This design comes from an exercise in tuning for small area, a short achievable clock period and few clock cycles on the open sky130 flow, not from production work.
Function was checked by simulation only, so behaviour that the tests miss may differ from the original.

run Y:
Design gcm_lane, start of the top module:
module gcm_lane (
    input  wire         clk,
    input  wire         rst,
    input  wire         start_valid,
    output wire         start_ready,
    input  wire [127:0] start_key,
    input  wire [95:0]  start_iv,
    input  wire         start_decrypt,
    input  wire         in_valid,
    output wire         in_ready,
    input  wire [127:0] in_data,
    input  wire [4:0]   in_bytes,
    input  wire         in_aad,
    input  wire         in_last,
    output reg          out_valid,
    output reg  [127:0] out_data,
    output reg          tag_valid,
    output reg  [127:0] tag
);
export LEC_CHECK = 0
export CAP_MARGIN = 30
export CORE_MARGIN = 2
export CORE_UTILIZATION = 40
export SETUP_SLACK_MARGIN = 5
export SLEW_MARGIN = 30
export SYNTH_HIERARCHICAL = 1
create_clock -name core_clock -period 10.0 [get_ports {clk}]
standard.sh (not shown) runs the stock make flow with config.mk's settings and CLKGATE_MAP_FILE= SYNTH_SCRIPT=/design/flow/synth_recipe.tcl, a recipe that flattens the netlist after the stock synthesis.
==> flow/flow/run.sh <==
#!/bin/bash
set -euo pipefail
REPAIR_MARGIN=5.5
W=$PWD
rm -rf "$W/scripts_abc"
cp -r "$FLOW_HOME/scripts" "$W/scripts_abc"
cp "$W/flow/abc_speed.script" "$W/scripts_abc/abc_speed.script"
python3 - "$W/scripts_abc/synth.tcl" <<'PY'
import sys
p = sys.argv[1]
s = open(p).read()
old = "  log_cmd abc {*}$abc_args\n"
assert s.count(old) == 1, "synth.tcl: abc call not found"
s = s.replace(old, """  # the GHASH step keeps ORFS's own mapping; the rest gets the XOR-friendly one
  set abc_args_std [lreplace $abc_args 1 1 $::env(FLOW_HOME)/scripts/abc_speed.script]
  log_cmd abc {*}$abc_args_std gcm_ghash_step
  log_cmd abc {*}$abc_args gcm_lane gcm_sbox
""")
open(p, "w").write(s)
PY
bash "$W/standard.sh" SCRIPTS_DIR="$W/scripts_abc" synth > "$W/run_synth.log" 2>&1
if [[ -n "$REPAIR_MARGIN" ]]; then
  bash "$W/standard.sh" SETUP_SLACK_MARGIN="$REPAIR_MARGIN" > "$W/run_layout.log" 2>&1
else
  bash "$W/standard.sh" > "$W/run_layout.log" 2>&1
fi
==> flow/flow/abc_speed.script <==
strash
&get -n
&fraig -x
&put
scorr
dc2
strash
dch -f
&get -n
&nf -p
&put
Both conditions hold for run Y: the flow ran to the end and the final layout passed the timing, design-rule and antenna checks.
Testbench counts of run Y, summed over its fixed seeds: cycles 35,118.
Inputs modified between run Y and run Z:
diff --git a/flow/design.v b/flow/design.v
--- a/flow/design.v
+++ b/flow/design.v
@@ -308,23 +308,21 @@
     wire [127:0] text_out  = (in_data ^ ks_cur) & mask;
     wire [127:0] ct_in     = dec_r ? in_masked : text_out;    
     wire [127:0] ynext;
     wire [XW-1:0] xs_eff   = g0 ? (xs ^ {y, {PAD{1'b0}}}) : xs;
     gcm_ghash_step u_gstep (.h(h_r), .y(y & {128{!g0}}), .d(xs_eff[GD-1:0]), .ynext(ynext));
     wire [127:0] len_block = {45'd0, aad_len, 3'd0, 45'd0, txt_len, 3'd0};
-    wire pass_ok = !kv[0] && !kv[1] && !cv[0] && !cv[1] && !hpend &&
-                   !kv[2] && !kv[3] && !cv[2] && !cv[3];
-    wire x_wr  = !fresh && pass_ok;                        
+    wire xw_ok = fresh || (!kv[0] && !kv[1] && !cv[0] && !cv[1] && !hpend);
     wire h_move = hpend && !h_valid && !gh_busy;
-    wire a_adv = a_run && !start_take;
+    wire yw_ok = !ypend || (!kv[2] && !kv[3] && !cv[2] && !cv[3]);
+    wire a_adv = a_run && !start_take && !(c_fin && !c_zero && !xw_ok) && !(c_zero && !yw_ok);
     wire [4:0] cyc_n = (cyc == 5'd19) ? 5'd0 : cyc + 5'd1;
-    wire jn    = fresh ? JOB_P1 : (pass_ok ? JOB_PN : job);
-    wire [12:0]  cnt_x = (c_zero || fresh || pass_ok) ? cnt : cnt - 13'd4;
-    wire [12:0]  cnt1  = cnt_x + 13'd1;
-    wire [127:0] ld_a  = {iv_r, 19'd0, cnt_x} ^ key_r;
-    wire [127:0] ld_b  = {iv_r, 19'd0, cnt1}  ^ key_r;
+    wire jn    = fresh ? JOB_P1 : JOB_PN;                  
+    wire [12:0]  cnt1  = cnt + 13'd1;
+    wire [127:0] ld_a  = {iv_r, 19'd0, cnt}  ^ key_r;
+    wire [127:0] ld_b  = {iv_r, 19'd0, cnt1} ^ key_r;
     always @(posedge clk) begin
         out_valid <= 1'b0;
         tag_valid <= 1'b0;
         out_data  <= text_out;
         ksub      <= ksb_o;
         if (gh_ring) begin
@@ -359,64 +357,63 @@
             ypend <= 1'b0;
             a_run <= 1'b1;
             kv    <= 4'd0;
             kpo   <= 4'b0100;
             seen_text <= 1'b0;
         end else if (a_adv) begin
+            pa   <= shift_rows(sub_a);
+            pb   <= shift_rows(sub_b);
             if (!cyc[0]) begin
                 rk  <= rk_next;
                 kw3 <= (cyc == 5'd18) ? key_r[31:0] : rk_next[31:0];
             end
             cyc    <= cyc_n;
             c_fin  <= (cyc_n == 5'd19) || (cyc_n == 5'd0);
             c_zero <= (cyc_n == 5'd0);
             if (c_fin && !c_zero)
                 rcon <= 8'h01;
             else if (!cyc[0])
                 rcon <= rcon_of(cyc_n[4:1] + 4'd2);
             if (c_fin && !c_zero) begin
-                if (x_wr) begin
+                if (!fresh) begin
                     ks0 <= oa;
                     ks1 <= ob;
                     if (job == JOB_P1) begin
                         hpend <= 1'b1;
                     end else begin
                         kv[0] <= 1'b1;
                         kv[1] <= 1'b1;
                     end
                 end
-                ypend <= x_wr;
+                ypend <= !fresh;
                 job   <= jn;
                 fresh <= 1'b0;
-                if (!fresh && !pass_ok)
-                    cnt <= cnt - 13'd2;
-                else if (jn == JOB_PN)
+                if (jn == JOB_P1) begin
+                    sa <= key_r;
+                    sb <= {iv_r, 32'd1} ^ key_r;
+                end else begin
+                    sa  <= ld_a;
+                    sb  <= ld_b;
                     cnt <= cnt + 13'd2;
+                end
             end else if (c_zero) begin
                 if (ypend) begin
                     ks2   <= oa;
                     ks3   <= ob;
                     kv[2] <= 1'b1;
                     kv[3] <= 1'b1;
                 end
                 ypend <= 1'b0;
+                sa    <= ld_a;
+                sb    <= ld_b;
                 cnt   <= cnt + 13'd2;
+            end else begin
+                sa <= oa;
+                sb <= ob;
             end
         end
-        pa <= shift_rows(sub_a);
-        pb <= shift_rows(sub_b);
-        if (c_fin && !c_zero) begin
-            sa <= (jn == JOB_P1) ? key_r : ld_a;
-            sb <= (jn == JOB_P1) ? ({iv_r, 32'd1} ^ key_r) : ld_b;
-        end else if (c_zero) begin
-            sa <= ld_a;
-            sb <= ld_b;
-        end else begin
-            sa <= oa;
-            sb <= ob;
-        end
         if (h_move) begin
             h_r     <= ks0;
             tag     <= ks1;
             h_valid <= 1'b1;
             j0v     <= 1'b1;
             hpend   <= 1'b0;
==> comparison <==
- Run Z: PASS, flow complete, no timing, DRC or antenna violations
- Run Y → run Z: final non-filler cell area has increased, post-DP HPWL has increased.
- Against run Y, run Z comes in 21 ps lower on final critical delay including setup and external delays.
- After detailed routing, run Y needs less wire than run Z.
- From run Y to run Z the numbers moved as follows: sequential share of the synthesized area increased 2.1 points; die footprint increased 11000 um^2; global-route usage decreased 0.46 points.
Testbench counts of run Z, summed over its fixed seeds: cycles 35,058.

## separate check: timing with driven ports
The results above use ideal ports. As a check the final layouts listed here were re-extracted and re-timed, cells and wires unchanged.
Step 1 (the two cells are an assumption about what drives the block):
set clk [get_ports {clk}]
set_driving_cell -lib_cell sky130_fd_sc_hd__clkbuf_16 $clk
set_driving_cell -lib_cell sky130_fd_sc_hd__buf_2 [delete_from_list [all_inputs] $clk]
Step 2 adds t to the input delays and takes it off the output delays; t is the mean of the earliest and latest rising clock arrival at the registers after step 1. Input paths then give back, and output paths get back, about the clock's delay inside the block.
a / b / c = no drivers / after step 1 / after step 2; a / b = the first two.
run	t, ns	setup slack, ns	worst hold slack (ns)	worst setup path after step 2	clock arrival spread, ns
run Y	1.101	5.413 / 5.297 / 4.516	0.468 / 0.468 / 0.468	input to register	0.155 / 0.154
run Z	1.087	5.434 / 5.322 / 4.522	0.467 / 0.467 / 0.467	input to register	0.076 / 0.076
After both steps every run listed still meets setup and hold. The setup slack of run Z, which loses most, moves by -0.112 ns with the drivers and by -0.912 ns with both steps.
